What follows belongs to an exercise in optimizing a design on an open flow for small area and a short achievable clock period; a production flow would make more cautious choices.
The RTL was checked by simulation tests, not by an equivalence proof against the original design.

**design/flow/flow/run.sh**
```bash
#!/bin/bash
# Standard layout (the standard.sh) with these changes:
#  - synthesis uses no three-input XOR cells (two XOR2 are smaller than one
#    XOR3 here) and XOR2 cells only in their smallest size (synthesis upsizes
#    them for a delay target far below the clock period); after synthesis the
#    XOR2 sizes are allowed again, for the timing repair to use where needed;
#  - ports buffered with the smallest buffer instead of a delay buffer;
#  - the timing repair aims for more setup slack than the design's margin.
set -euo pipefail
cp config.mk config_base.mk
XOR3="sky130_fd_sc_hd__xor3_1 sky130_fd_sc_hd__xor3_2 sky130_fd_sc_hd__xor3_4 sky130_fd_sc_hd__xnor3_1 sky130_fd_sc_hd__xnor3_2 sky130_fd_sc_hd__xnor3_4"
XOR2="sky130_fd_sc_hd__xnor2_2 sky130_fd_sc_hd__xnor2_4 sky130_fd_sc_hd__xor2_2 sky130_fd_sc_hd__xor2_4"
{ cat config_base.mk
  echo "export DONT_USE_CELLS = $XOR3 $XOR2"
  echo "export BUFFER_PORTS_ARGS = -buffer_cell sky130_fd_sc_hd__buf_1"; } > config.mk
bash standard.sh SETUP_SLACK_MARGIN=${MARGIN:-15} synth > standard_synth.log 2>&1
{ cat config_base.mk
  echo "export DONT_USE_CELLS = $XOR3"
  echo "export BUFFER_PORTS_ARGS = -buffer_cell sky130_fd_sc_hd__buf_1"; } > config.mk
bash standard.sh SETUP_SLACK_MARGIN=${MARGIN:-15} finish > standard.log 2>&1
```
**design/flow/standard.sh**
```bash
#!/bin/bash
# synth_recipe.tcl (not shown) runs the flow's synth.tcl, then flattens the netlist and writes it again
# the make line also repeats each setting of config.mk as NAME=value (left out here)
make -C /OpenROAD-flow-scripts/flow DESIGN_CONFIG=/design/flow/config.mk WORK_HOME=/design/flow/orfs CLKGATE_MAP_FILE= SYNTH_SCRIPT=/design/flow/synth_recipe.tcl "${@:-finish}"
```
**design/flow/config.mk**
```make
export PLATFORM = sky130hd
export DESIGN_NAME = chk_unit
export DESIGN_NICKNAME = chk_unit
export VERILOG_FILES = /design/flow/design.v
export SDC_FILE = /design/flow/constraint.sdc
export NUM_CORES = 4
export LEC_CHECK = 0
export CAP_MARGIN = 20
export CORE_MARGIN = 2
export CORE_UTILIZATION = 62
export SETUP_SLACK_MARGIN = 2
export SLEW_MARGIN = 40
export DONT_USE_CELLS = sky130_fd_sc_hd__xor3_1 sky130_fd_sc_hd__xor3_2 sky130_fd_sc_hd__xor3_4 sky130_fd_sc_hd__xnor3_1 sky130_fd_sc_hd__xnor3_2 sky130_fd_sc_hd__xnor3_4
export BUFFER_PORTS_ARGS = -buffer_cell sky130_fd_sc_hd__buf_1
```
**design/flow/constraint.sdc**
```tcl
create_clock -name core_clock -period 25.0 [get_ports {clk}]
set_input_delay 5.0000 -clock core_clock [delete_from_list [all_inputs] [get_ports {clk}]]
set_output_delay 5.0000 -clock core_clock [all_outputs]
set_load 0.01 [all_outputs]
```
**design/flow/design.v**
```verilog
module chk_unit (
    input  wire        clk,
    input  wire        rst,           
    input  wire        wr_cfg,        
    input  wire        wr_init,       
    input  wire        wr_value,      
    input  wire [31:0] wdata,
    input  wire        s_valid,
    input  wire [63:0] s_data,        
    input  wire [2:0]  s_nbm1,        
    input  wire        s_last,        
    input  wire        s_check,       
    output wire [1:0]  code,
    output wire [31:0] value,
    output wire [31:0] result,
    output wire        residue_ok,
    output wire [15:0] fail_cnt,
    output wire [15:0] refused_cnt
);
    function [31:0] width_mask(input [1:0] c);
        case (c)
            2'd0, 2'd1: width_mask = 32'hFFFF_FFFF;
            2'd2:       width_mask = 32'h0000_FFFF;
            default:    width_mask = 32'h0000_00FF;
        endcase
    endfunction
    function [31:0] init_value(input [1:0] c);
        case (c)
            2'd0, 2'd1: init_value = 32'hFFFF_FFFF;
            2'd2:       init_value = 32'h0000_FFFF;
            default:    init_value = 32'h0000_0000;
        endcase
    endfunction
    function [31:0] final_xor(input [1:0] c);
        case (c)
            2'd0, 2'd1: final_xor = 32'hFFFF_FFFF;
            2'd2:       final_xor = 32'h0000_FFFF;
            default:    final_xor = 32'h0000_0000;
        endcase
    endfunction
    function [31:0] residue(input [1:0] c);
        case (c)
            2'd0:    residue = 32'hDEBB_20E3;
            2'd1:    residue = 32'hB798_B438;
            2'd2:    residue = 32'h0000_F0B8;
            default: residue = 32'h0000_0000;
        endcase
    endfunction
    reg [1:0]  code_q;
    reg [31:0] value_q;
    reg [15:0] fail_q;
    reg [15:0] refused_q;
    reg  [3:0] chk_q;         
    wire [63:0] z    = s_data ^ {32'd0, value_q};
    wire [2:0]  sh   = ~s_nbm1;
    reg  [63:0] y;
    integer k, s;
    always @* begin
        y = 64'd0;
        for (k = 0; k < 8; k = k + 1)
            for (s = 0; s <= k; s = s + 1)
                if (sh == s)
                    y[8*k +: 8] = y[8*k +: 8] | z[8*(k-s) +: 8];
    end
    wire [23:0] y_hi = value_q[31:8] >> {s_nbm1[1:0], 3'b000};
    wire [31:0] y_tail = (s_nbm1[2] || s_nbm1 == 3'd3) ? 32'd0 : {8'd0, y_hi};
    wire t64 = y[11] ^ y[55];
    wire t65 = y[12] ^ y[35];
    wire t66 = y[9] ^ y[38];
    wire t67 = y[10] ^ y[39];
    wire t68 = y[13] ^ y[42];
    wire t69 = y[3] ^ y[8];
    wire t70 = y[32] ^ y[54];
    wire t71 = y[15] ^ y[37];
    wire t72 = y[36] ^ y[45];
    wire t73 = y[5] ^ y[34];
    wire t74 = y[4] ^ y[48];
    wire t75 = y[7] ^ y[23];
    wire t76 = y[2] ^ y[40];
    wire t77 = y[6] ^ y[22];
    wire t78 = y[31] ^ y[53];
    wire t79 = y[14] ^ y[43];
    wire t80 = y[16] ^ y[63];
    wire t81 = y[21] ^ y[41];
    wire t82 = y[50] ^ y[58];
    wire t83 = y[0] ^ y[57];
    wire t84 = y[18] ^ y[33];
    wire t85 = y[28] ^ y[47];
    wire t86 = y[30] ^ y[51];
    wire t87 = y[46] ^ y[62];
    wire t88 = y[24] ^ y[44];
    wire t89 = y[20] ^ y[49];
    wire t90 = y[52] ^ y[56];
    wire t91 = y[19] ^ y[26];
    wire t92 = y[1] ^ y[59];
    wire t93 = y[60] ^ y[61];
    wire t94 = y[17] ^ y[29];
    wire t95 = y[27] ^ t70;
    wire t96 = y[25] ^ t64;
    wire t97 = t65 ^ t81;
    wire t98 = t66 ^ t69;
    wire t99 = y[11] ^ t82;
    wire t100 = t73 ^ t76;
    wire t101 = y[14] ^ t67;
    wire t102 = y[1] ^ t75;
    wire t103 = t71 ^ t78;
    wire t104 = t68 ^ t72;
    wire t105 = t77 ^ t80;
    wire t106 = y[32] ^ t74;
    wire t107 = t84 ^ t90;
    wire t108 = y[25] ^ t79;
    wire t109 = y[7] ^ t64;
    wire t110 = t65 ^ t86;
    wire t111 = y[18] ^ t75;
    wire t112 = y[12] ^ y[62];
    wire t113 = y[52] ^ y[59];
    wire t114 = t85 ^ t94;
    wire t115 = y[38] ^ t83;
    wire t116 = y[61] ^ t87;
    wire t117 = y[41] ^ t77;
    wire t118 = y[30] ^ y[49];
    wire t119 = y[17] ^ y[33];
    wire t120 = t72 ^ t95;
    wire t121 = y[19] ^ y[39];
    wire t122 = y[31] ^ t69;
    wire t123 = y[13] ^ y[36];
    wire t124 = y[15] ^ t76;
    wire t125 = y[47] ^ y[58];
    wire t126 = y[43] ^ t89;
    wire t127 = y[34] ^ y[55];
    wire t128 = y[4] ^ y[40];
    wire t129 = y[5] ^ t88;
    wire t130 = t83 ^ t91;
    wire t131 = y[42] ^ y[46];
    wire t132 = y[31] ^ t74;
    wire t133 = y[10] ^ y[57];
    wire t134 = y[36] ^ t68;
    wire t135 = t92 ^ t93;
    wire t136 = y[24] ^ y[54];
    wire t137 = y[15] ^ y[27];
    wire t138 = y[8] ^ t66;
    wire t139 = y[37] ^ y[50];
    wire t140 = y[16] ^ t67;
    wire t141 = y[6] ^ y[9];
    wire t142 = y[53] ^ t102;
    wire t143 = y[11] ^ t71;
    wire t144 = y[3] ^ y[56];
    wire t145 = y[23] ^ t73;
    wire t146 = y[24] ^ y[26];
    wire t147 = y[22] ^ t81;
    wire t148 = y[29] ^ y[51];
    wire t149 = y[44] ^ t96;
    wire t150 = y[0] ^ y[47];
    wire t151 = t67 ^ t79;
    wire t152 = y[44] ^ t89;
    wire t153 = y[17] ^ t84;
    wire t154 = y[60] ^ y[63];
    wire t155 = y[2] ^ y[37];
    wire t156 = y[21] ^ t80;
    wire t157 = y[1] ^ t87;
    wire t158 = y[28] ^ t113;
    wire t159 = y[14] ^ t82;
    wire t160 = y[12] ^ t70;
    wire t161 = y[34] ^ y[35];
    wire t162 = y[0] ^ t88;
    wire t163 = y[48] ^ t114;
    wire t164 = y[30] ^ y[52];
    wire t165 = t78 ^ t93;
    wire t166 = y[1] ^ y[16];
    wire t167 = t66 ^ t120;
    wire t168 = y[45] ^ t92;
    wire t169 = y[54] ^ t125;
    wire t170 = y[22] ^ y[27];
    wire t171 = t71 ^ t110;
    wire t172 = y[13] ^ y[55];
    wire t173 = y[62] ^ t99;
    wire t174 = y[8] ^ t72;
    wire t175 = y[25] ^ t85;
    wire t176 = y[60] ^ t107;
    wire t177 = y[5] ^ t97;
    wire t178 = y[54] ^ t78;
    wire t179 = y[12] ^ y[41];
    wire t180 = y[33] ^ y[49];
    wire t181 = y[39] ^ t105;
    wire t182 = y[38] ^ t122;
    wire t183 = y[51] ^ t131;
    wire t184 = y[20] ^ y[58];
    wire t185 = y[53] ^ y[57];
    wire t186 = y[20] ^ t94;
    wire t187 = t88 ^ t108;
    wire t188 = t79 ^ t83;
    wire t189 = y[13] ^ y[35];
    wire t190 = y[18] ^ y[40];
    wire t191 = y[6] ^ t98;
    wire t192 = t90 ^ t104;
    wire t193 = y[4] ^ t89;
    wire t194 = t68 ^ t112;
    wire t195 = t100 ^ t136;
    wire t196 = y[39] ^ t127;
    wire t197 = y[26] ^ y[32];
    wire t198 = t107 ^ t118;
    wire t199 = y[56] ^ t69;
    wire t200 = t111 ^ t126;
    wire t201 = y[46] ^ t76;
    wire t202 = y[7] ^ t91;
    wire t203 = t92 ^ t109;
    wire t204 = y[10] ^ y[52];
    wire t205 = y[10] ^ t93;
    wire t206 = y[60] ^ t77;
    wire t207 = y[7] ^ t157;
    wire t208 = y[58] ^ t115;
    wire t209 = t87 ^ t159;
    wire t210 = y[2] ^ y[23];
    wire t211 = t111 ^ t182;
    wire t212 = y[16] ^ t75;
    wire t213 = y[59] ^ t100;
    wire t214 = y[25] ^ t106;
    wire t215 = y[57] ^ t96;
    wire t216 = t103 ^ t130;
    wire t217 = y[21] ^ y[62];
    wire t218 = t91 ^ t137;
    wire t219 = y[37] ^ t122;
    wire t220 = t86 ^ t128;
    wire t221 = y[45] ^ t93;
    wire t222 = t105 ^ t121;
    wire t223 = y[16] ^ t120;
    wire t224 = y[50] ^ t145;
    wire t225 = y[19] ^ t139;
    wire t226 = t65 ^ t85;
    wire t227 = t86 ^ t172;
    wire t228 = y[46] ^ t155;
    wire t229 = y[29] ^ t72;
    wire t230 = t91 ^ t143;
    wire t231 = y[47] ^ y[59];
    wire t232 = y[34] ^ t101;
    wire t233 = y[60] ^ t123;
    wire t234 = y[21] ^ t119;
    wire t235 = y[53] ^ t65;
    wire t236 = y[30] ^ t132;
    wire t237 = t104 ^ t116;
    wire t238 = y[38] ^ t64;
    wire t239 = y[0] ^ t97;
    wire t240 = t66 ^ t119;
    wire t241 = t102 ^ t117;
    wire t242 = t80 ^ t82;
    wire t243 = y[3] ^ t101;
    wire t244 = t96 ^ t168;
    wire t245 = y[19] ^ t74;
    wire t246 = y[48] ^ t149;
    wire t247 = y[48] ^ t94;
    wire t248 = t163 ^ t208;
    wire t249 = t121 ^ t135;
    wire t250 = y[27] ^ t176;
    wire t251 = y[31] ^ y[63];
    wire t252 = y[26] ^ t129;
    wire t253 = y[51] ^ t160;
    wire t254 = y[9] ^ y[34];
    wire t255 = t68 ^ t103;
    wire t256 = y[61] ^ t101;
    wire t257 = t80 ^ t84;
    wire t258 = t88 ^ t224;
    wire t259 = t135 ^ t194;
    wire t260 = y[61] ^ t112;
    wire t261 = y[28] ^ t67;
    wire t262 = y[40] ^ t112;
    wire t263 = t106 ^ t146;
    wire t264 = t81 ^ t99;
    wire t265 = y[43] ^ t158;
    wire t266 = t97 ^ t115;
    wire t267 = y[3] ^ y[23];
    wire t268 = y[56] ^ t133;
    wire t269 = t153 ^ t183;
    wire t270 = y[7] ^ y[20];
    wire t271 = t98 ^ t117;
    wire t272 = t79 ^ t134;
    wire t273 = y[55] ^ t241;
    wire t274 = t129 ^ t134;
    wire t275 = t179 ^ t196;
    wire t276 = y[32] ^ t76;
    wire t277 = t197 ^ t258;
    wire t278 = y[8] ^ y[12];
    wire t279 = t64 ^ t140;
    wire t280 = t106 ^ t244;
    wire t281 = y[28] ^ y[31];
    wire t282 = t71 ^ t109;
    wire t283 = y[13] ^ y[45];
    wire t284 = y[20] ^ t149;
    wire t285 = t87 ^ t154;
    wire t286 = t155 ^ t273;
    wire t287 = y[6] ^ t67;
    wire t288 = t124 ^ t133;
    wire t289 = t142 ^ t264;
    wire t290 = t85 ^ t129;
    wire t291 = t109 ^ t146;
    wire t292 = t95 ^ t231;
    wire t293 = y[8] ^ y[36];
    wire t294 = t68 ^ t141;
    wire t295 = t84 ^ t108;
    wire t296 = y[4] ^ t95;
    wire t297 = y[41] ^ t159;
    wire t298 = t138 ^ t192;
    wire t299 = t90 ^ t236;
    wire t300 = t65 ^ t246;
    wire t301 = t110 ^ t123;
    wire t302 = y[22] ^ t135;
    wire t303 = y[6] ^ t161;
    wire t304 = t166 ^ t206;
    wire t305 = y[61] ^ t240;
    wire t306 = t71 ^ t242;
    wire t307 = y[2] ^ t237;
    wire t308 = y[47] ^ t67;
    wire t309 = y[33] ^ t78;
    wire t310 = t90 ^ t100;
    wire t311 = t148 ^ t189;
    wire t312 = y[52] ^ t230;
    wire t313 = y[2] ^ t73;
    wire t314 = y[11] ^ t190;
    wire t315 = y[29] ^ t169;
    wire t316 = t150 ^ t167;
    wire t317 = y[34] ^ y[37];
    wire t318 = t170 ^ t171;
    wire t319 = y[30] ^ t140;
    wire t320 = t74 ^ t87;
    wire t321 = y[0] ^ y[44];
    wire t322 = y[29] ^ t91;
    wire t323 = t96 ^ t165;
    wire t324 = t103 ^ t193;
    wire t325 = y[55] ^ t92;
    wire t326 = t197 ^ t285;
    wire t327 = t180 ^ t204;
    wire t328 = t177 ^ t191;
    wire t329 = t195 ^ t225;
    wire t330 = t211 ^ t217;
    wire t331 = y[15] ^ y[41];
    wire t332 = t89 ^ t147;
    wire t333 = t86 ^ t156;
    wire t334 = t74 ^ t139;
    wire t335 = y[42] ^ t174;
    wire t336 = t98 ^ t127;
    wire t337 = y[1] ^ t257;
    wire t338 = y[27] ^ y[54];
    wire t339 = y[21] ^ y[63];
    wire t340 = y[3] ^ t73;
    wire t341 = t221 ^ t227;
    wire t342 = t85 ^ t296;
    wire t343 = y[32] ^ t300;
    wire t344 = t128 ^ t325;
    wire t345 = t158 ^ t186;
    wire t346 = t193 ^ t316;
    wire t347 = y[5] ^ y[45];
    wire t348 = y[62] ^ t124;
    wire t349 = t178 ^ t297;
    wire t350 = y[29] ^ t304;
    wire t351 = y[41] ^ t65;
    wire t352 = y[56] ^ t154;
    wire t353 = t170 ^ t195;
    wire t354 = y[17] ^ t82;
    wire t355 = y[18] ^ t78;
    wire t356 = t161 ^ t163;
    wire t357 = y[28] ^ y[49];
    wire t358 = t83 ^ t99;
    wire t359 = y[25] ^ t86;
    wire t360 = y[40] ^ y[57];
    wire t361 = y[14] ^ t77;
    wire t362 = y[38] ^ t295;
    wire t363 = t70 ^ t142;
    wire t364 = y[37] ^ t198;
    wire t365 = t200 ^ t229;
    wire t366 = t66 ^ t125;
    wire t367 = y[35] ^ t94;
    wire t368 = y[33] ^ t69;
    wire t369 = t106 ^ t367;
    wire t370 = t81 ^ t143;
    wire t371 = t108 ^ t205;
    wire t372 = y[41] ^ t284;
    wire t373 = t144 ^ t186;
    wire t374 = y[0] ^ t309;
    wire t375 = t188 ^ t305;
    wire t376 = y[4] ^ t130;
    wire t377 = t71 ^ t184;
    wire t378 = t151 ^ t210;
    wire t379 = t99 ^ t353;
    wire t380 = t92 ^ t147;
    wire t381 = y[44] ^ t175;
    wire t382 = t114 ^ t207;
    wire t383 = t64 ^ t164;
    wire t384 = y[4] ^ t98;
    wire t385 = t200 ^ t233;
    wire t386 = t97 ^ t142;
    wire t387 = t67 ^ t132;
    wire t388 = t126 ^ t212;
    wire t389 = t101 ^ t105;
    wire t390 = y[36] ^ y[40];
    wire t391 = t166 ^ t184;
    wire t392 = t390 ^ t95;
    wire t393 = t240 ^ t245;
    wire t394 = t303 ^ t383;
    wire t395 = t391 ^ t243;
    wire t396 = t392 ^ t393;
    wire t397 = t394 ^ t395;
    wire t398 = t396 ^ t397;
    wire t399 = y[36] ^ y[56];
    wire t400 = t399 ^ t109;
    wire t401 = t153 ^ t261;
    wire t402 = t213 ^ t239;
    wire t403 = t324 ^ t400;
    wire t404 = t401 ^ t402;
    wire t405 = t403 ^ t404;
    wire t406 = t70 ^ t73;
    wire t407 = t134 ^ t199;
    wire t408 = t225 ^ t314;
    wire t409 = t406 ^ t266;
    wire t410 = t407 ^ t408;
    wire t411 = t350 ^ t409;
    wire t412 = t410 ^ t411;
    wire t413 = y[4] ^ t121;
    wire t414 = t184 ^ t110;
    wire t415 = t134 ^ t413;
    wire t416 = t414 ^ t415;
    wire t417 = t375 ^ t416;
    wire t418 = t286 ^ t417;
    wire t419 = t92 ^ t134;
    wire t420 = t151 ^ t162;
    wire t421 = t377 ^ t310;
    wire t422 = t419 ^ t420;
    wire t423 = t421 ^ t422;
    wire t424 = t330 ^ t423;
    wire t425 = y[35] ^ y[60];
    wire t426 = t185 ^ t425;
    wire t427 = t168 ^ t276;
    wire t428 = t426 ^ t187;
    wire t429 = t222 ^ t370;
    wire t430 = t384 ^ t427;
    wire t431 = t428 ^ t429;
    wire t432 = t430 ^ t431;
    wire t433 = y[14] ^ t131;
    wire t434 = t164 ^ t218;
    wire t435 = t221 ^ t313;
    wire t436 = t433 ^ t241;
    wire t437 = t434 ^ t435;
    wire t438 = t436 ^ t437;
    wire t439 = t438 ^ t343;
    wire t440 = y[6] ^ t137;
    wire t441 = t146 ^ t199;
    wire t442 = t226 ^ t440;
    wire t443 = t374 ^ t388;
    wire t444 = t441 ^ t442;
    wire t445 = t307 ^ t443;
    wire t446 = t444 ^ t445;
    wire t447 = y[57] ^ t69;
    wire t448 = t123 ^ t254;
    wire t449 = t95 ^ t156;
    wire t450 = t334 ^ t447;
    wire t451 = t448 ^ t187;
    wire t452 = t449 ^ t450;
    wire t453 = t382 ^ t451;
    wire t454 = t452 ^ t453;
    wire t455 = y[1] ^ y[18];
    wire t456 = t69 ^ t148;
    wire t457 = t455 ^ t100;
    wire t458 = t152 ^ t175;
    wire t459 = t456 ^ t120;
    wire t460 = t181 ^ t457;
    wire t461 = t458 ^ t312;
    wire t462 = t459 ^ t460;
    wire t463 = t461 ^ t462;
    wire t464 = y[26] ^ y[28];
    wire t465 = t464 ^ t160;
    wire t466 = t228 ^ t229;
    wire t467 = t232 ^ t465;
    wire t468 = t466 ^ t289;
    wire t469 = t467 ^ t468;
    wire t470 = y[29] ^ t68;
    wire t471 = t136 ^ t231;
    wire t472 = t201 ^ t238;
    wire t473 = t368 ^ t470;
    wire t474 = t471 ^ t472;
    wire t475 = t473 ^ t318;
    wire t476 = t474 ^ t475;
    wire t477 = y[16] ^ t66;
    wire t478 = t85 ^ t267;
    wire t479 = t108 ^ t233;
    wire t480 = t477 ^ t478;
    wire t481 = t275 ^ t479;
    wire t482 = t480 ^ t299;
    wire t483 = t481 ^ t482;
    wire t484 = y[49] ^ y[56];
    wire t485 = t360 ^ t484;
    wire t486 = t485 ^ t252;
    wire t487 = t255 ^ t256;
    wire t488 = t369 ^ t486;
    wire t489 = t487 ^ t488;
    wire t490 = y[5] ^ y[6];
    wire t491 = t118 ^ t331;
    wire t492 = t360 ^ t490;
    wire t493 = t491 ^ t492;
    wire t494 = t173 ^ t493;
    wire t495 = t223 ^ t362;
    wire t496 = t494 ^ t495;
    wire t497 = y[6] ^ y[44];
    wire t498 = y[59] ^ t119;
    wire t499 = t281 ^ t497;
    wire t500 = t183 ^ t202;
    wire t501 = t498 ^ t499;
    wire t502 = t275 ^ t306;
    wire t503 = t500 ^ t501;
    wire t504 = t502 ^ t503;
    wire t505 = y[60] ^ t84;
    wire t506 = t86 ^ t141;
    wire t507 = t104 ^ t151;
    wire t508 = t199 ^ t245;
    wire t509 = t505 ^ t506;
    wire t510 = t203 ^ t315;
    wire t511 = t507 ^ t508;
    wire t512 = t509 ^ t510;
    wire t513 = t511 ^ t512;
    wire t514 = y[9] ^ y[19];
    wire t515 = y[46] ^ t278;
    wire t516 = t514 ^ t152;
    wire t517 = t188 ^ t205;
    wire t518 = t515 ^ t213;
    wire t519 = t282 ^ t516;
    wire t520 = t517 ^ t299;
    wire t521 = t518 ^ t519;
    wire t522 = t520 ^ t521;
    wire t523 = y[15] ^ y[32];
    wire t524 = y[47] ^ t166;
    wire t525 = t283 ^ t523;
    wire t526 = t152 ^ t165;
    wire t527 = t268 ^ t524;
    wire t528 = t525 ^ t173;
    wire t529 = t526 ^ t527;
    wire t530 = t328 ^ t528;
    wire t531 = t529 ^ t530;
    wire t532 = y[7] ^ y[9];
    wire t533 = y[59] ^ t74;
    wire t534 = t532 ^ t234;
    wire t535 = t533 ^ t253;
    wire t536 = t358 ^ t389;
    wire t537 = t534 ^ t307;
    wire t538 = t535 ^ t536;
    wire t539 = t537 ^ t538;
    wire t540 = y[5] ^ t138;
    wire t541 = t320 ^ t171;
    wire t542 = t222 ^ t292;
    wire t543 = t540 ^ t385;
    wire t544 = t541 ^ t542;
    wire t545 = t543 ^ t544;
    wire t546 = t73 ^ t93;
    wire t547 = t118 ^ t189;
    wire t548 = t339 ^ t99;
    wire t549 = t102 ^ t162;
    wire t550 = t546 ^ t547;
    wire t551 = t219 ^ t548;
    wire t552 = t549 ^ t550;
    wire t553 = t342 ^ t551;
    wire t554 = t552 ^ t553;
    wire t555 = y[19] ^ y[45];
    wire t556 = t555 ^ t122;
    wire t557 = t140 ^ t260;
    wire t558 = t359 ^ t345;
    wire t559 = t556 ^ t557;
    wire t560 = t558 ^ t559;
    wire t561 = t379 ^ t560;
    wire t562 = y[13] ^ t141;
    wire t563 = t267 ^ t96;
    wire t564 = t220 ^ t355;
    wire t565 = t562 ^ t239;
    wire t566 = t326 ^ t345;
    wire t567 = t563 ^ t564;
    wire t568 = t565 ^ t566;
    wire t569 = t567 ^ t568;
    wire t570 = y[48] ^ t68;
    wire t571 = t73 ^ t190;
    wire t572 = t97 ^ t165;
    wire t573 = t366 ^ t570;
    wire t574 = t571 ^ t181;
    wire t575 = t291 ^ t373;
    wire t576 = t572 ^ t573;
    wire t577 = t574 ^ t575;
    wire t578 = t576 ^ t577;
    wire t579 = y[34] ^ y[58];
    wire t580 = y[61] ^ t579;
    wire t581 = t98 ^ t107;
    wire t582 = t194 ^ t580;
    wire t583 = t215 ^ t380;
    wire t584 = t388 ^ t581;
    wire t585 = t582 ^ t583;
    wire t586 = t584 ^ t585;
    wire t587 = y[8] ^ y[22];
    wire t588 = y[59] ^ t68;
    wire t589 = t88 ^ t217;
    wire t590 = t254 ^ t587;
    wire t591 = t235 ^ t352;
    wire t592 = t354 ^ t588;
    wire t593 = t589 ^ t590;
    wire t594 = t376 ^ t378;
    wire t595 = t591 ^ t592;
    wire t596 = t593 ^ t594;
    wire t597 = t595 ^ t596;
    wire t598 = y[15] ^ y[43];
    wire t599 = t88 ^ t113;
    wire t600 = t598 ^ t115;
    wire t601 = t145 ^ t153;
    wire t602 = t599 ^ t214;
    wire t603 = t222 ^ t341;
    wire t604 = t600 ^ t601;
    wire t605 = t602 ^ t603;
    wire t606 = t604 ^ t605;
    wire t607 = y[10] ^ t118;
    wire t608 = t144 ^ t111;
    wire t609 = t320 ^ t607;
    wire t610 = t252 ^ t323;
    wire t611 = t608 ^ t609;
    wire t612 = t167 ^ t610;
    wire t613 = t611 ^ t612;
    wire t614 = y[24] ^ y[56];
    wire t615 = t91 ^ t139;
    wire t616 = t180 ^ t251;
    wire t617 = t278 ^ t347;
    wire t618 = t614 ^ t116;
    wire t619 = t287 ^ t615;
    wire t620 = t616 ^ t617;
    wire t621 = t215 ^ t618;
    wire t622 = t619 ^ t620;
    wire t623 = t342 ^ t621;
    wire t624 = t622 ^ t623;
    wire t625 = y[5] ^ y[25];
    wire t626 = y[50] ^ y[54];
    wire t627 = t80 ^ t90;
    wire t628 = t625 ^ t626;
    wire t629 = t627 ^ t628;
    wire t630 = t243 ^ t301;
    wire t631 = t376 ^ t629;
    wire t632 = t382 ^ t630;
    wire t633 = t631 ^ t632;
    wire t634 = t70 ^ t98;
    wire t635 = t257 ^ t308;
    wire t636 = t311 ^ t313;
    wire t637 = t216 ^ t634;
    wire t638 = t635 ^ t636;
    wire t639 = t637 ^ t638;
    wire t640 = y[19] ^ y[43];
    wire t641 = y[59] ^ t73;
    wire t642 = t123 ^ t640;
    wire t643 = t147 ^ t228;
    wire t644 = t641 ^ t642;
    wire t645 = t279 ^ t643;
    wire t646 = t644 ^ t248;
    wire t647 = t250 ^ t645;
    wire t648 = t646 ^ t647;
    wire t649 = y[23] ^ y[30];
    wire t650 = y[42] ^ t144;
    wire t651 = t317 ^ t649;
    wire t652 = t152 ^ t235;
    wire t653 = t314 ^ t361;
    wire t654 = t650 ^ t651;
    wire t655 = t249 ^ t652;
    wire t656 = t653 ^ t654;
    wire t657 = t248 ^ t655;
    wire t658 = t656 ^ t657;
    wire t659 = y[13] ^ t82;
    wire t660 = t136 ^ t659;
    wire t661 = t236 ^ t249;
    wire t662 = t266 ^ t348;
    wire t663 = t660 ^ t365;
    wire t664 = t661 ^ t662;
    wire t665 = t663 ^ t664;
    wire t666 = y[55] ^ t80;
    wire t667 = t276 ^ t359;
    wire t668 = t666 ^ t209;
    wire t669 = t219 ^ t249;
    wire t670 = t274 ^ t332;
    wire t671 = t667 ^ t668;
    wire t672 = t669 ^ t670;
    wire t673 = t671 ^ t672;
    wire t674 = y[20] ^ t141;
    wire t675 = t148 ^ t190;
    wire t676 = t281 ^ t106;
    wire t677 = t145 ^ t218;
    wire t678 = t242 ^ t674;
    wire t679 = t675 ^ t215;
    wire t680 = t237 ^ t243;
    wire t681 = t676 ^ t677;
    wire t682 = t678 ^ t679;
    wire t683 = t680 ^ t681;
    wire t684 = t682 ^ t683;
    wire t685 = y[7] ^ y[18];
    wire t686 = t89 ^ t154;
    wire t687 = t685 ^ t115;
    wire t688 = t196 ^ t361;
    wire t689 = t686 ^ t263;
    wire t690 = t301 ^ t348;
    wire t691 = t687 ^ t688;
    wire t692 = t689 ^ t690;
    wire t693 = t691 ^ t692;
    wire t694 = y[46] ^ y[49];
    wire t695 = y[50] ^ y[63];
    wire t696 = t79 ^ t694;
    wire t697 = t695 ^ t96;
    wire t698 = t696 ^ t288;
    wire t699 = t302 ^ t697;
    wire t700 = t211 ^ t356;
    wire t701 = t698 ^ t699;
    wire t702 = t700 ^ t701;
    wire t703 = y[49] ^ t133;
    wire t704 = t172 ^ t116;
    wire t705 = t234 ^ t703;
    wire t706 = t265 ^ t384;
    wire t707 = t704 ^ t705;
    wire t708 = t318 ^ t706;
    wire t709 = t707 ^ t277;
    wire t710 = t708 ^ t709;
    wire t711 = y[4] ^ t66;
    wire t712 = t72 ^ t78;
    wire t713 = t145 ^ t162;
    wire t714 = t175 ^ t311;
    wire t715 = t711 ^ t712;
    wire t716 = t173 ^ t389;
    wire t717 = t713 ^ t714;
    wire t718 = t715 ^ t250;
    wire t719 = t716 ^ t717;
    wire t720 = t718 ^ t719;
    wire t721 = y[56] ^ t125;
    wire t722 = t146 ^ t95;
    wire t723 = t105 ^ t124;
    wire t724 = t721 ^ t341;
    wire t725 = t722 ^ t723;
    wire t726 = t362 ^ t386;
    wire t727 = t724 ^ t725;
    wire t728 = t726 ^ t727;
    wire t729 = y[0] ^ y[42];
    wire t730 = t729 ^ t143;
    wire t731 = t252 ^ t315;
    wire t732 = t371 ^ t730;
    wire t733 = t731 ^ t732;
    wire t734 = t330 ^ t733;
    wire t735 = y[30] ^ y[43];
    wire t736 = t735 ^ t138;
    wire t737 = t162 ^ t218;
    wire t738 = t260 ^ t181;
    wire t739 = t736 ^ t737;
    wire t740 = t280 ^ t738;
    wire t741 = t739 ^ t740;
    wire t742 = y[52] ^ t251;
    wire t743 = t317 ^ t130;
    wire t744 = t262 ^ t366;
    wire t745 = t742 ^ t380;
    wire t746 = t743 ^ t744;
    wire t747 = t246 ^ t365;
    wire t748 = t745 ^ t746;
    wire t749 = t747 ^ t748;
    wire t750 = t83 ^ t114;
    wire t751 = t126 ^ t235;
    wire t752 = t383 ^ t335;
    wire t753 = t337 ^ t750;
    wire t754 = t751 ^ t752;
    wire t755 = t753 ^ t277;
    wire t756 = t754 ^ t755;
    wire t757 = y[50] ^ y[52];
    wire t758 = y[60] ^ t66;
    wire t759 = t83 ^ t757;
    wire t760 = t110 ^ t117;
    wire t761 = t140 ^ t178;
    wire t762 = t758 ^ t759;
    wire t763 = t244 ^ t290;
    wire t764 = t760 ^ t761;
    wire t765 = t762 ^ t763;
    wire t766 = t764 ^ t765;
    wire t767 = y[26] ^ y[58];
    wire t768 = t767 ^ t102;
    wire t769 = t201 ^ t247;
    wire t770 = t287 ^ t192;
    wire t771 = t253 ^ t323;
    wire t772 = t768 ^ t769;
    wire t773 = t770 ^ t771;
    wire t774 = t772 ^ t773;
    wire t775 = y[13] ^ t69;
    wire t776 = t76 ^ t79;
    wire t777 = t179 ^ t185;
    wire t778 = t116 ^ t775;
    wire t779 = t776 ^ t777;
    wire t780 = t291 ^ t292;
    wire t781 = t778 ^ t779;
    wire t782 = t364 ^ t780;
    wire t783 = t781 ^ t782;
    wire t784 = y[33] ^ y[57];
    wire t785 = t137 ^ t784;
    wire t786 = t194 ^ t245;
    wire t787 = t352 ^ t785;
    wire t788 = t336 ^ t381;
    wire t789 = t786 ^ t787;
    wire t790 = t349 ^ t788;
    wire t791 = t789 ^ t790;
    wire t792 = y[2] ^ y[14];
    wire t793 = y[35] ^ y[63];
    wire t794 = t93 ^ t792;
    wire t795 = t793 ^ t147;
    wire t796 = t794 ^ t269;
    wire t797 = t795 ^ t312;
    wire t798 = t796 ^ t797;
    wire t799 = t346 ^ t798;
    wire t800 = y[53] ^ t210;
    wire t801 = t331 ^ t800;
    wire t802 = t259 ^ t358;
    wire t803 = t373 ^ t801;
    wire t804 = t802 ^ t803;
    wire t805 = y[2] ^ y[3];
    wire t806 = y[4] ^ y[18];
    wire t807 = y[58] ^ t136;
    wire t808 = t805 ^ t806;
    wire t809 = t188 ^ t807;
    wire t810 = t808 ^ t259;
    wire t811 = t333 ^ t809;
    wire t812 = t810 ^ t811;
    wire t813 = y[27] ^ y[29];
    wire t814 = y[36] ^ t144;
    wire t815 = t813 ^ t115;
    wire t816 = t116 ^ t132;
    wire t817 = t814 ^ t232;
    wire t818 = t337 ^ t370;
    wire t819 = t381 ^ t815;
    wire t820 = t816 ^ t817;
    wire t821 = t818 ^ t819;
    wire t822 = t820 ^ t821;
    wire t823 = y[10] ^ y[43];
    wire t824 = t137 ^ t823;
    wire t825 = t97 ^ t104;
    wire t826 = t824 ^ t198;
    wire t827 = t326 ^ t344;
    wire t828 = t825 ^ t826;
    wire t829 = t827 ^ t828;
    wire t830 = y[38] ^ y[42];
    wire t831 = y[44] ^ y[55];
    wire t832 = t82 ^ t113;
    wire t833 = t339 ^ t830;
    wire t834 = t831 ^ t247;
    wire t835 = t355 ^ t832;
    wire t836 = t833 ^ t256;
    wire t837 = t834 ^ t835;
    wire t838 = t836 ^ t837;
    wire t839 = y[53] ^ t71;
    wire t840 = t81 ^ t87;
    wire t841 = t100 ^ t227;
    wire t842 = t327 ^ t839;
    wire t843 = t840 ^ t841;
    wire t844 = t842 ^ t223;
    wire t845 = t248 ^ t843;
    wire t846 = t844 ^ t845;
    wire t847 = y[3] ^ t92;
    wire t848 = t131 ^ t238;
    wire t849 = t847 ^ t181;
    wire t850 = t848 ^ t349;
    wire t851 = t356 ^ t364;
    wire t852 = t849 ^ t850;
    wire t853 = t851 ^ t852;
    wire t854 = y[22] ^ y[28];
    wire t855 = y[46] ^ t854;
    wire t856 = t95 ^ t99;
    wire t857 = t212 ^ t220;
    wire t858 = t327 ^ t855;
    wire t859 = t177 ^ t255;
    wire t860 = t856 ^ t857;
    wire t861 = t858 ^ t859;
    wire t862 = t860 ^ t861;
    wire t863 = y[8] ^ y[16];
    wire t864 = y[24] ^ t113;
    wire t865 = t863 ^ t114;
    wire t866 = t117 ^ t238;
    wire t867 = t864 ^ t224;
    wire t868 = t253 ^ t272;
    wire t869 = t374 ^ t865;
    wire t870 = t866 ^ t867;
    wire t871 = t868 ^ t869;
    wire t872 = t870 ^ t871;
    wire t873 = t196 ^ t247;
    wire t874 = t294 ^ t171;
    wire t875 = t176 ^ t187;
    wire t876 = t873 ^ t363;
    wire t877 = t874 ^ t875;
    wire t878 = t876 ^ t877;
    wire t879 = y[16] ^ y[38];
    wire t880 = y[61] ^ t127;
    wire t881 = t189 ^ t879;
    wire t882 = t174 ^ t178;
    wire t883 = t202 ^ t880;
    wire t884 = t881 ^ t187;
    wire t885 = t198 ^ t288;
    wire t886 = t882 ^ t883;
    wire t887 = t884 ^ t885;
    wire t888 = t886 ^ t887;
    wire t889 = y[9] ^ y[17];
    wire t890 = y[39] ^ t161;
    wire t891 = t889 ^ t199;
    wire t892 = t890 ^ t209;
    wire t893 = t216 ^ t891;
    wire t894 = t223 ^ t892;
    wire t895 = t893 ^ t372;
    wire t896 = t894 ^ t895;
    wire t897 = y[26] ^ t156;
    wire t898 = t226 ^ t268;
    wire t899 = t377 ^ t269;
    wire t900 = t344 ^ t897;
    wire t901 = t898 ^ t167;
    wire t902 = t899 ^ t900;
    wire t903 = t901 ^ t902;
    wire t904 = y[12] ^ y[32];
    wire t905 = t321 ^ t904;
    wire t906 = t103 ^ t905;
    wire t907 = t906 ^ t298;
    wire t908 = t350 ^ t907;
    wire t909 = t283 ^ t228;
    wire t910 = t319 ^ t909;
    wire t911 = t363 ^ t375;
    wire t912 = t910 ^ t911;
    wire t913 = t64 ^ t124;
    wire t914 = t153 ^ t157;
    wire t915 = t162 ^ t169;
    wire t916 = t182 ^ t232;
    wire t917 = t913 ^ t914;
    wire t918 = t915 ^ t916;
    wire t919 = t917 ^ t918;
    wire t920 = y[18] ^ t80;
    wire t921 = t121 ^ t144;
    wire t922 = t150 ^ t254;
    wire t923 = t124 ^ t351;
    wire t924 = t920 ^ t921;
    wire t925 = t922 ^ t923;
    wire t926 = t924 ^ t280;
    wire t927 = t925 ^ t926;
    wire t928 = y[33] ^ t204;
    wire t929 = t347 ^ t152;
    wire t930 = t201 ^ t928;
    wire t931 = t216 ^ t271;
    wire t932 = t369 ^ t929;
    wire t933 = t930 ^ t931;
    wire t934 = t932 ^ t933;
    wire t935 = y[6] ^ t84;
    wire t936 = t131 ^ t340;
    wire t937 = t935 ^ t319;
    wire t938 = t936 ^ t289;
    wire t939 = t937 ^ t938;
    wire t940 = t346 ^ t939;
    wire t941 = y[8] ^ y[43];
    wire t942 = t77 ^ t941;
    wire t943 = t183 ^ t226;
    wire t944 = t234 ^ t942;
    wire t945 = t203 ^ t387;
    wire t946 = t943 ^ t944;
    wire t947 = t329 ^ t945;
    wire t948 = t946 ^ t947;
    wire t949 = t148 ^ t150;
    wire t950 = t949 ^ t271;
    wire t951 = t310 ^ t385;
    wire t952 = t950 ^ t951;
    wire t953 = t343 ^ t952;
    wire t954 = t88 ^ t118;
    wire t955 = t141 ^ t130;
    wire t956 = t334 ^ t368;
    wire t957 = t954 ^ t192;
    wire t958 = t256 ^ t955;
    wire t959 = t956 ^ t386;
    wire t960 = t957 ^ t958;
    wire t961 = t959 ^ t960;
    wire t962 = y[51] ^ t133;
    wire t963 = t104 ^ t108;
    wire t964 = t138 ^ t962;
    wire t965 = t207 ^ t324;
    wire t966 = t963 ^ t964;
    wire t967 = t965 ^ t966;
    wire t968 = t379 ^ t967;
    wire t969 = y[26] ^ y[46];
    wire t970 = y[51] ^ t70;
    wire t971 = t85 ^ t113;
    wire t972 = t969 ^ t970;
    wire t973 = t971 ^ t149;
    wire t974 = t306 ^ t378;
    wire t975 = t972 ^ t328;
    wire t976 = t973 ^ t974;
    wire t977 = t975 ^ t976;
    wire t978 = y[27] ^ y[40];
    wire t979 = y[51] ^ t119;
    wire t980 = t978 ^ t308;
    wire t981 = t979 ^ t203;
    wire t982 = t219 ^ t263;
    wire t983 = t980 ^ t981;
    wire t984 = t982 ^ t983;
    wire t985 = y[11] ^ t179;
    wire t986 = t357 ^ t100;
    wire t987 = t138 ^ t985;
    wire t988 = t214 ^ t986;
    wire t989 = t987 ^ t250;
    wire t990 = t988 ^ t989;
    wire t991 = y[50] ^ y[61];
    wire t992 = t180 ^ t185;
    wire t993 = t991 ^ t261;
    wire t994 = t294 ^ t322;
    wire t995 = t340 ^ t351;
    wire t996 = t992 ^ t993;
    wire t997 = t994 ^ t995;
    wire t998 = t996 ^ t997;
    wire t999 = y[10] ^ y[29];
    wire t1000 = t270 ^ t338;
    wire t1001 = t999 ^ t220;
    wire t1002 = t303 ^ t1000;
    wire t1003 = t173 ^ t272;
    wire t1004 = t1001 ^ t1002;
    wire t1005 = t1003 ^ t1004;
    wire t1006 = t79 ^ t86;
    wire t1007 = t251 ^ t293;
    wire t1008 = t321 ^ t158;
    wire t1009 = t1006 ^ t1007;
    wire t1010 = t177 ^ t282;
    wire t1011 = t1008 ^ t1009;
    wire t1012 = t1010 ^ t1011;
    wire t1013 = t150 ^ t338;
    wire t1014 = t132 ^ t151;
    wire t1015 = t156 ^ t202;
    wire t1016 = t262 ^ t1013;
    wire t1017 = t1014 ^ t1015;
    wire t1018 = t1016 ^ t298;
    wire t1019 = t1017 ^ t1018;
    wire t1020 = y[17] ^ t90;
    wire t1021 = t91 ^ t128;
    wire t1022 = t103 ^ t109;
    wire t1023 = t115 ^ t157;
    wire t1024 = t160 ^ t1020;
    wire t1025 = t1021 ^ t290;
    wire t1026 = t332 ^ t335;
    wire t1027 = t1022 ^ t1023;
    wire t1028 = t1024 ^ t1025;
    wire t1029 = t1026 ^ t1027;
    wire t1030 = t1028 ^ t1029;
    wire t1031 = y[5] ^ y[20];
    wire t1032 = t78 ^ t133;
    wire t1033 = t293 ^ t1031;
    wire t1034 = t107 ^ t322;
    wire t1035 = t1032 ^ t1033;
    wire t1036 = t209 ^ t214;
    wire t1037 = t1034 ^ t1035;
    wire t1038 = t1036 ^ t1037;
    wire t1039 = t286 ^ t1038;
    wire t1040 = y[27] ^ y[33];
    wire t1041 = y[42] ^ t75;
    wire t1042 = t89 ^ t185;
    wire t1043 = t1040 ^ t169;
    wire t1044 = t1041 ^ t1042;
    wire t1045 = t191 ^ t213;
    wire t1046 = t230 ^ t333;
    wire t1047 = t1043 ^ t1044;
    wire t1048 = t1045 ^ t1046;
    wire t1049 = t1047 ^ t1048;
    wire t1050 = t270 ^ t95;
    wire t1051 = t206 ^ t354;
    wire t1052 = t239 ^ t265;
    wire t1053 = t336 ^ t387;
    wire t1054 = t1050 ^ t1051;
    wire t1055 = t1052 ^ t1053;
    wire t1056 = t1054 ^ t1055;
    wire t1057 = y[9] ^ y[21];
    wire t1058 = y[35] ^ y[53];
    wire t1059 = t75 ^ t84;
    wire t1060 = t128 ^ t148;
    wire t1061 = t357 ^ t1057;
    wire t1062 = t1058 ^ t1059;
    wire t1063 = t1060 ^ t1061;
    wire t1064 = t274 ^ t279;
    wire t1065 = t302 ^ t1062;
    wire t1066 = t1063 ^ t1064;
    wire t1067 = t1065 ^ t1066;
    wire t1068 = y[11] ^ y[23];
    wire t1069 = t94 ^ t112;
    wire t1070 = t164 ^ t1068;
    wire t1071 = t117 ^ t174;
    wire t1072 = t1069 ^ t1070;
    wire t1073 = t371 ^ t1071;
    wire t1074 = t1072 ^ t329;
    wire t1075 = t1073 ^ t1074;
    wire t1076 = y[26] ^ y[63];
    wire t1077 = t1076 ^ t110;
    wire t1078 = t111 ^ t116;
    wire t1079 = t191 ^ t255;
    wire t1080 = t1077 ^ t1078;
    wire t1081 = t1079 ^ t1080;
    wire t1082 = t372 ^ t1081;
    wire [31:0] w0 = {t639, t633, t624, t613, t606, t597, t586, t578, t569, t561, t554, t545, t539, t531, t522, t513, t504, t496, t489, t483, t476, t469, t463, t454, t446, t439, t432, t424, t418, t412, t405, t398};
    wire [31:0] w1 = {t903, t896, t888, t878, t872, t862, t853, t846, t838, t829, t822, t812, t804, t799, t791, t783, t774, t766, t756, t749, t741, t734, t728, t720, t710, t702, t693, t684, t673, t665, t658, t648};
    wire [15:0] w2 = {t1012, t1005, t998, t990, t984, t977, t968, t961, t953, t948, t940, t934, t927, t919, t912, t908};
    wire [7:0] w3 = {t1082, t1075, t1067, t1056, t1049, t1039, t1030, t1019};
    reg [1:0]  ctl_code;
    reg [31:0] ctl_value;
    always @* begin
        ctl_code  = code_q;
        ctl_value = value_q;
        if (wr_cfg) begin
            ctl_code  = wdata[1:0];
            ctl_value = value_q & width_mask(wdata[1:0]);
        end
        if (wr_init)
            ctl_value = init_value(ctl_code);
        if (wr_value)
            ctl_value = wdata & width_mask(ctl_code);
    end
    wire [1:0]  n_writes = {1'b0, wr_cfg} + {1'b0, wr_init} + {1'b0, wr_value};
    wire [16:0] ref_sum  = {1'b0, refused_q} + {15'd0, n_writes};
    wire        eq0 = (value_q == 32'hDEBB_20E3);
    wire        eq1 = (value_q == 32'hB798_B438);
    wire        eq2 = (value_q[15:0] == 16'hF0B8);
    wire        eq3 = (value_q[7:0] == 8'h00);
    reg         rok;
    always @* begin
        case (code_q)
            2'd0:    rok = eq0;
            2'd1:    rok = eq1;
            2'd2:    rok = eq2;
            default: rok = eq3;
        endcase
    end
    wire        fail = |(chk_q & ~{eq3, eq2, eq1, eq0});
    wire [15:0] fail_now = (fail && fail_q != 16'hFFFF) ? fail_q + 16'd1 : fail_q;
    wire        take  = s_valid & ~rst;
    wire [3:0]  sel   = {4{take}} & (4'b0001 << code_q);
    wire [31:0] pick  = ({32{sel[0]}} & w0) | ({32{sel[1]}} & w1) |
                        {16'd0, {16{sel[2]}} & w2} | {24'd0, {8{sel[3]}} & w3};
    wire [31:0] early = rst ? 32'd0 : s_valid ? y_tail : ctl_value;
    wire [31:0] value_d = pick ^ early;
    always @(posedge clk)
        value_q <= value_d;
    always @(posedge clk) begin
        if (rst) begin
            code_q    <= 2'd1;
            fail_q    <= 16'd0;
            refused_q <= 16'd0;
            chk_q     <= 4'd0;
        end else begin
            fail_q <= fail_now;
            chk_q  <= {4{s_valid & s_last & s_check}} & (4'b0001 << code_q);
            if (s_valid) begin
                refused_q <= ref_sum[16] ? 16'hFFFF : ref_sum[15:0];
            end else begin
                code_q  <= ctl_code;
            end
        end
    end
    assign code        = code_q;
    assign value       = value_q;
    assign result      = {~(value_q[31:16] | {16{code_q[1]}}),
                          ~(value_q[15:8] | {8{code_q == 2'd3}}),
                          value_q[7:0] ^ {8{code_q != 2'd3}}};
    assign residue_ok  = rok;
    assign fail_cnt    = fail_now;
    assign refused_cnt = refused_q;
endmodule
```
==> results.json, run 1 <==
{
  "dieHeight_um": 163,
  "grt_overflow_total": 0,
  "ys_top_cells_by_area": "sky130_fd_sc_hd__xnor2_1, sky130_fd_sc_hd__xor2_1, sky130_fd_sc_hd__dfxtp_1, sky130_fd_sc_hd__o22ai_1, sky130_fd_sc_hd__mux2i_1",
  "synth.cell_area_um2": 15600,
  "timing.max_cap.violations": 0,
  "fin_crit_sh_pct": 39.5,
  "cell_depth_of_the_worst_flop_to_flop_path": 12,
  "post-dp-hpwl_um": 57900,
  "r2r-start": "value_q[28]",
  "dpl.cell_count": 2505,
  "slowest_delay_ps": 810,
  "clk_pin_slew_ps": 60,
  "initial_core_util_pct": 62.6,
  "drt_pass1_iterations": 10,
  "cts_buffers": 9,
  "worst_path_max_delay_cell": "sky130_fd_sc_hd__xnor2_1",
  "num_antenna_cells": 0,
  "final_antenna_net_count": 0,
  "crit_end": "value_q[8]",
  "final_layout_size_suffix_gt1_share_pct": 8.72,
  "finalSetupTns_ps": 0,
  "worst_slew_margin_rel_pct": 28.3,
  "regToRegSetupSlack_ps": 19810,
  "detail_route.iter0.violations": 3229,
  "grt_max_degree": 63,
  "nNetsFinal": 2299,
  "detail_route.vias_per_cell": 6.68,
  "std_cell_core_area_um2": 25000,
  "layout_commonest_cell": "sky130_fd_sc_hd__xnor2_1",
  "clock_insertion_delay_at_the_later_pin_of_the_skew_report_ps": 340,
  "placedInstanceArea_um2": 17400,
  "layout.cells.most_common_list": "sky130_fd_sc_hd__xnor2_1, sky130_fd_sc_hd__xor2_1, sky130_fd_sc_hd__buf_1",
  "cpMostUsedCell": "sky130_fd_sc_hd__xnor2_1",
  "holdBufCountCts": 0,
  "postSynth.asyncResetShare_pct": 0,
  "wl_per_cell_um": 29.1,
  "vias": 16834,
  "synth_top_flop_cell": "sky130_fd_sc_hd__dfxtp_1",
  "synth_unique_cells": 56,
  "startpoint_of_the_worst_hold_path": "refused_q[0]",
  "finalCoreUtilization_pct": 71.4,
  "fin_area_um2": 17800,
  "route.final.wire_length_um": 73300,
  "number_of_global_route_vias_before_repair": 15622,
  "number_of_synthesized_flops_with_an_enable_pin": 0,
  "rsz0062_at_grt": "yes",
  "numClockSinks": 70,
  "regToRegEndpoint": "value_q[8]",
  "clock_tree.root_cell": "sky130_fd_sc_hd__clkbuf_16",
  "grt_pass1_wl_um": 103000,
  "timing_worst_setup_path_type": "in2reg",
  "layout.cells.non_filler": 2521,
  "ios": 206,
  "post-route-drc-count": 0,
  "crit_required_ps": 25260,
  "area_growth_syn_to_layout_pct": 14.1,
  "cts_max_level": 3,
  "status": "complete, no violations",
  "hold_path_class": "reg2reg",
  "design.die.area_um2": 26500,
  "tightestPinTransition_ps": 1070,
  "synth.ff_latch_count": 70,
  "yosysSeqAreaShare_pct": 8.97,
  "chipWidth_um": 163,
  "post-route-min-period_ps": 9880,
  "synth_nets": 2079,
  "critical_path.top_delay_family": "XOR/XNOR gates",
  "critical_path_peak_fanout": 62,
  "synthCells": 1967,
  "worst_setup_path_end_kind": "flip-flop",
  "path_cells": "clkbuf_2, buf_4, or3b_1, o22ai_1, a211oi_2, buf_4, xnor2_1, xnor2_1, xnor2_2, xnor2_1, xnor2_1, xnor2_1, o22ai_1, a21oi_1, xor2_1",
  "setup_violations": 0,
  "post-synth-top-area-cell": "sky130_fd_sc_hd__xnor2_1",
  "critical_path_depth": 15,
  "finalWeightedCongestion": 1.30,
  "final_hold_viol_count": 0,
  "filler_cells_inserted": 2106,
  "crit_arrival_ps": 10130,
  "finalMaxSlewViolations": 0,
  "max_freq_mhz": 101,
  "tritoncts": "built",
  "worst_clock_skew_ps": 8.05,
  "port-buffer-count": 205,
  "yosysTopAreaCellShare_pct": 49.9,
  "grt.total_usage_pct": 53.7,
  "timing.critical_path.from_type": "primary input",
  "initial_antenna_violation_count": 1,
  "synth.avg_cell_area_um2": 7.94,
  "cts-root-to-sink-buffers": 2,
  "rows": 58,
  "synth.yosys.warnings": 1,
  "crit_path_start": "s_nbm1[0]",
  "cp_num_buf_inv": 3
}
[layer usage]
layer  up-vias  routed length [um]  track usage, %
met5         -                  17               0
met2      1644               28600            76.8
met1      7673               24500            62.4
met3       560               13000            26.4
met4         2                7090            37.3
li1       6955                   -               -
[cell usage after synthesis, types with 2 or more instances]
cell type / instances
sky130_fd_sc_hd__nand2_1: 48
sky130_fd_sc_hd__o221ai_1: 5
sky130_fd_sc_hd__nor4b_1: 2
sky130_fd_sc_hd__or3_1: 7
sky130_fd_sc_hd__buf_1: 23
sky130_fd_sc_hd__nor4bb_1: 3
sky130_fd_sc_hd__mux2i_1: 53
sky130_fd_sc_hd__fa_1: 2
sky130_fd_sc_hd__a21oi_1: 82
sky130_fd_sc_hd__buf_2: 6
sky130_fd_sc_hd__nand3_1: 27
sky130_fd_sc_hd__nand3b_1: 7
sky130_fd_sc_hd__a211oi_1: 19
sky130_fd_sc_hd__o31ai_1: 5
sky130_fd_sc_hd__a211oi_2: 8
sky130_fd_sc_hd__nand2b_1: 2
sky130_fd_sc_hd__o21ai_1: 4
sky130_fd_sc_hd__o21ai_0: 33
sky130_fd_sc_hd__or3b_1: 3
sky130_fd_sc_hd__xor2_1: 210
sky130_fd_sc_hd__nor2b_1: 24
sky130_fd_sc_hd__nor3_2: 7
sky130_fd_sc_hd__nor3_1: 19
sky130_fd_sc_hd__ha_1: 3
sky130_fd_sc_hd__o22ai_1: 124
sky130_fd_sc_hd__nor4_1: 4
sky130_fd_sc_hd__xnor2_1: 890
sky130_fd_sc_hd__mux2_2: 4
sky130_fd_sc_hd__o2bb2ai_1: 6
sky130_fd_sc_hd__a22oi_1: 9
sky130_fd_sc_hd__and2_1: 10
sky130_fd_sc_hd__and3_1: 11
sky130_fd_sc_hd__nor2_1: 125
sky130_fd_sc_hd__and4_1: 2
sky130_fd_sc_hd__dfxtp_1: 70
sky130_fd_sc_hd__buf_4: 4
sky130_fd_sc_hd__clkbuf_1: 64
sky130_fd_sc_hd__nand4_1: 8
sky130_fd_sc_hd__inv_1: 17
[layout make-up]
| type | count | area [um2] | share of cell area, % |
|---|---|---|---|
| Timing Repair Buffer | 306 | 1530 | 8.59 |
| Clock buffer | 11 | 233 | 1.31 |
| Inverter | 19 | 71.3 | 0.400 |
| Sequential cell | 70 | 1400 | 7.87 |
| Clock inverter | 4 | 72.6 | 0.407 |
| Multi-Input combinational cell | 1781 | 14100 | 79.1 |
| Tap cell | 330 | 413 | 2.32 |
[flip-flops by register name, summed over array words and instances (netlist names)]
name / count
value_q: 32
code_q: 2
refused_q: 16
fail_q: 16
chk_q: 4
[kinds of logic (layout without fill, tap and decap cells)]
family                     count (synthesis)  count (layout)  share of synthesized area [%]
xor gates and xnor gates                1100            1100                           61.7
adders and majority gates                  5               5                          0.497
buffers and inverters                    116             340                           2.93
DFF                                       70              70                           8.97
AOI/OAI and AO/OA                        306             306                           12.2
and+or+nand+nor                          313             313                           10.0
muxes                                     57              57                           3.69
[worst reg2reg max path, cell delays in order, from the launching register on]
cell and delay [ps]:
sky130_fd_sc_hd__dfxtp_1 470, sky130_fd_sc_hd__xnor2_1 780, sky130_fd_sc_hd__o22ai_1 270, sky130_fd_sc_hd__nor3_4 540, sky130_fd_sc_hd__xor2_1 610, sky130_fd_sc_hd__xnor2_1 440, sky130_fd_sc_hd__xnor2_2 480, sky130_fd_sc_hd__xor2_1 390
sky130_fd_sc_hd__xnor2_1 220, sky130_fd_sc_hd__xnor2_1 160, sky130_fd_sc_hd__o22ai_1 100, sky130_fd_sc_hd__a21oi_1 450, sky130_fd_sc_hd__xor2_1 220
[per-stage QoR]
step | hold WS [ps] | worst slack, ps
6_report | 528 | 15120
3_5_place_dp | 511 | 14590
5_1_grt | 535 | 14990
4_1_cts | 522 | 15170
3_3_place_gp | 493 | 14830
2_1_floorplan | 519 | 16140
[worst min-delay path by stage]
stage                         endpoint  cells past startpoint
after detailed placement  refused_q[0]                      2
after global placement    refused_q[0]                      2
after global routing      refused_q[0]                      2
after CTS                 refused_q[0]                      2
final                     refused_q[0]                      2
after floorplan           refused_q[0]                      2
[what timing repair did]
item	in CTS	in global routing
setup endpoints to repair	1	2
buffers inserted	0	0
gates resized for setup	1	2
gates cloned	0	0
==> run 2, diff against run 1 <==
--- a/design/flow/flow/run.sh
+++ b/design/flow/flow/run.sh
@@ -13,8 +13,8 @@
 { cat config_base.mk
   echo "export DONT_USE_CELLS = $XOR3 $XOR2"
   echo "export BUFFER_PORTS_ARGS = -buffer_cell sky130_fd_sc_hd__buf_1"; } > config.mk
-bash standard.sh SETUP_SLACK_MARGIN=${MARGIN:-15} synth > standard_synth.log 2>&1
+bash standard.sh SETUP_SLACK_MARGIN=${MARGIN:-16} synth > standard_synth.log 2>&1
 { cat config_base.mk
   echo "export DONT_USE_CELLS = $XOR3"
   echo "export BUFFER_PORTS_ARGS = -buffer_cell sky130_fd_sc_hd__buf_1"; } > config.mk
-bash standard.sh SETUP_SLACK_MARGIN=${MARGIN:-15} finish > standard.log 2>&1
+bash standard.sh SETUP_SLACK_MARGIN=${MARGIN:-16} finish > standard.log 2>&1
==> results.json, run 2 <==
{
  "finalMaxSlewViolations": 0,
  "grt_max_degree": 63,
  "final_hold_viol_count": 0,
  "ff_latch_area_um2": 1400,
  "clock_insertion_delay_at_the_later_pin_of_the_skew_report_ps": 340,
  "cts_max_level": 3,
  "post-synth-top-area-cell": "sky130_fd_sc_hd__xnor2_1",
  "min_to": "refused_q[0]",
  "initial_core_util_pct": 62.6,
  "synth.yosys.warnings": 1,
  "finalWeightedCongestion": 1.30,
  "clk_pin_slew_ps": 60,
  "top_usage_layer": "met2",
  "route.final.wire_length_um": 73600,
  "numClockSinks": 70,
  "timing_worst_setup_path_type": "in2reg",
  "std_cell_core_area_um2": 25000,
  "crit_arrival_ps": 9440,
  "timing.max_cap.violations": 0,
  "dieHeight_um": 163,
  "grtUsageMet2_pct": 76.6,
  "synth_top_flop_cell": "sky130_fd_sc_hd__dfxtp_1",
  "filler_cells_inserted": 2073,
  "multi_input_comb_area_um2": 14300,
  "most_frequent_cell_after_synthesis": "sky130_fd_sc_hd__xnor2_1",
  "setup_violations": 0,
  "layout_commonest_cell": "sky130_fd_sc_hd__xnor2_1",
  "detail_route.iter0.violations": 3393,
  "post-route-drc-count": 0,
  "fin_crit_sh_pct": 36.7,
  "nNetsFinal": 2300,
  "yosysSeqAreaShare_pct": 8.97,
  "vias": 16834,
  "post-dp-hpwl_um": 57900,
  "largest_register_ffs": 32,
  "detail_route.vias_per_cell": 6.67,
  "clock_tree.root_cell": "sky130_fd_sc_hd__clkbuf_16",
  "finalSetupTns_ps": 0,
  "area_growth_syn_to_layout_pct": 15.8,
  "rsz0062_at_grt": "yes",
  "synth.cell_area_um2": 15600,
  "critical_path_peak_fanout": 37,
  "regToRegEndpoint": "value_q[0]",
  "layout.cells.most_common_list": "sky130_fd_sc_hd__xnor2_1, sky130_fd_sc_hd__buf_1, sky130_fd_sc_hd__xor2_1",
  "number_of_global_route_vias_before_repair": 15716,
  "timing.critical_path.from_type": "primary input",
  "cts_buffers": 9,
  "synthCells": 1967,
  "cts-root-to-sink-buffers": 2,
  "holdBufCountCts": 0,
  "crit_required_ps": 25260,
  "yosysTopAreaCellShare_pct": 49.9,
  "grt.met3_usage_pct": 25.9,
  "post-route-min-period_ps": 9180,
  "status": "complete, no violations",
  "chipWidth_um": 163,
  "worst_hold_depth": 2,
  "synth.ff_latch_count": 70,
  "synth_unique_cells": 56,
  "synth_nets": 2079,
  "synth.avg_cell_area_um2": 7.94,
  "startpoint_of_the_worst_hold_path": "refused_q[0]",
  "grt_pass1_wl_um": 103000,
  "number_of_synthesized_flops_with_an_enable_pin": 0,
  "tritoncts": "built",
  "place_ws_ps": 14590,
  "ys_top_cells_by_area": "sky130_fd_sc_hd__xnor2_1, sky130_fd_sc_hd__xor2_1, sky130_fd_sc_hd__dfxtp_1, sky130_fd_sc_hd__o22ai_1, sky130_fd_sc_hd__mux2i_1",
  "drt_pass1_iterations": 11,
  "worst_setup_path_end_kind": "flip-flop",
  "worst_clock_skew_ps": 9.04,
  "grt_overflow_total": 0,
  "rows": 58,
  "max_freq_mhz": 109,
  "postSynth.asyncResetShare_pct": 0,
  "regToRegSetupSlack_ps": 20230,
  "initial_antenna_violation_count": 0,
  "ios": 206,
  "largest_regs": "value_q: 32 flops, fail_q: 16 flops, refused_q: 16 flops",
  "top_cells_by_count_synth": "sky130_fd_sc_hd__xnor2_1, sky130_fd_sc_hd__xor2_1, sky130_fd_sc_hd__nor2_1, sky130_fd_sc_hd__o22ai_1, sky130_fd_sc_hd__a21oi_1",
  "final_antenna_net_count": 0,
  "wl_per_cell_um": 29.2,
  "r2r-start": "value_q[10]",
  "final_layout_size_suffix_gt1_share_pct": 10.1,
  "layout.cells.non_filler": 2523,
  "design.die.area_um2": 26500,
  "finalCoreUtilization_pct": 72.4,
  "groute.layer.met1.usage_pct": 62.3,
  "hold_path_class": "reg2reg",
  "port-buffer-count": 205,
  "postLayoutSetupSlackWorst_ps": 15820,
  "cell_depth_of_the_worst_flop_to_flop_path": 13,
  "dpl.cell_count": 2505,
  "worst_slew_margin_rel_pct": 28.5,
  "grt.total_usage_pct": 53.6,
  "tightestPinTransition_ps": 1070,
  "max_flop_register": "value_q"
}
-- run 2: worst max path at each step --
stage	from	endpoint	slack, ps	cells past startpoint
6_report	s_nbm1[2]	value_q[14]	15820	16
5_1_grt	s_nbm1[2]	value_q[14]	15890	16
4_1_cts	s_nbm1[0]	value_q[8]	15870	16
3_5_place_dp	s_nbm1[0]	value_q[8]	14590	14
3_3_place_gp	s_nbm1[0]	value_q[8]	14830	14
2_1_floorplan	s_nbm1[1]	value_q[5]	16140	15
-- run 2: through the flow --
stage | instance area (um2) | hold slack (ps)
after floorplan | 15600 | 519
after CTS | 17900 | 522
after global routing | 18100 | 535
after global placement | 17200 | 493
after detailed placement | 17400 | 511
final | 18100 | 530
-- run 2: logic make-up after synthesis --
family,Yosys count,synth area share [%]
flip-flops,70,8.97
AO/OA/AOI/OAI,306,12.2
XOR/XNOR,1100,61.7
buffers and inverters,116,2.93
AND/OR/NAND/NOR,313,10.0
adder cells (fa/ha/maj),5,0.497
multiplexers,57,3.69
-- run 2: area by class of cell --
class,instances,share of cell area [%]
multi-input combinational,1781,79.3
timing repair buffer,307,8.59
sequential,70,7.76
tap,330,2.28
clock buffer,11,1.29
clock inverter,4,0.401
inverter,19,0.395
antenna,1,0.0138
-- run 2: per-layer routing --
metal / share of wire [%] / wire (um)
met5: 0 / 0
met2: 39 / 28600
met3: 18 / 12900
met4: 10 / 7410
met1: 34 / 24700
-- run 2: timing repair --
| item | in CTS | in global routing |
|---|---|---|
| setup buffers | 0 | 2 |
| endpoints found under the hold margin | 0 | 0 |
| gates resized for setup | 21 | 22 |
| pin swaps | 0 | 1 |
| setup endpoints to repair | 31 | 22 |
-- run 2: critical path: stages --
cell                       delay (ps)
sky130_fd_sc_hd__clkbuf_4         450
sky130_fd_sc_hd__nand3b_1         180
sky130_fd_sc_hd__buf_4            330
sky130_fd_sc_hd__o22ai_1          150
sky130_fd_sc_hd__a211oi_1         340
sky130_fd_sc_hd__buf_4            270
sky130_fd_sc_hd__xnor2_2           90
sky130_fd_sc_hd__buf_4            250
sky130_fd_sc_hd__xnor2_2          560
sky130_fd_sc_hd__xnor2_1          240
sky130_fd_sc_hd__xnor2_1          580
sky130_fd_sc_hd__xnor2_1          210
sky130_fd_sc_hd__xnor2_1          140
sky130_fd_sc_hd__o22ai_1          100
sky130_fd_sc_hd__a21oi_1          370
sky130_fd_sc_hd__xor2_1           180

[static timing again, ports no longer ideal]
The flow's constraints put no driver on any port. The routed layouts listed below were extracted and timed again, unchanged, in two steps. Step 1 (the two cells are an assumption about what drives the block):
set clk [get_ports {clk}]
set_driving_cell -lib_cell sky130_fd_sc_hd__clkbuf_16 $clk
set_driving_cell -lib_cell sky130_fd_sc_hd__buf_2 [delete_from_list [all_inputs] $clk]
Step 2 moves the port delays by t, midway between the first and last clock arrival at a register: inputs arrive t later, outputs are due t later. That takes back most of the time a late clock gives input paths. a / b / c = ideal ports / drivers / drivers and shift; a / b = the first two.
run	shift t [ns]	setup slack, ns	latest minus earliest clock arrival (ns)	pins driven straight from the clock port
run 1	0.375	15.123 / 15.143 / 14.768	0.008 / 0.008	1
run 2	0.377	15.820 / 15.841 / 15.464	0.009 / 0.009	1
After both steps every run listed still meets setup and hold. The setup slack of run 2, which loses most, moves by +0.021 ns with the drivers and by -0.356 ns with both steps.
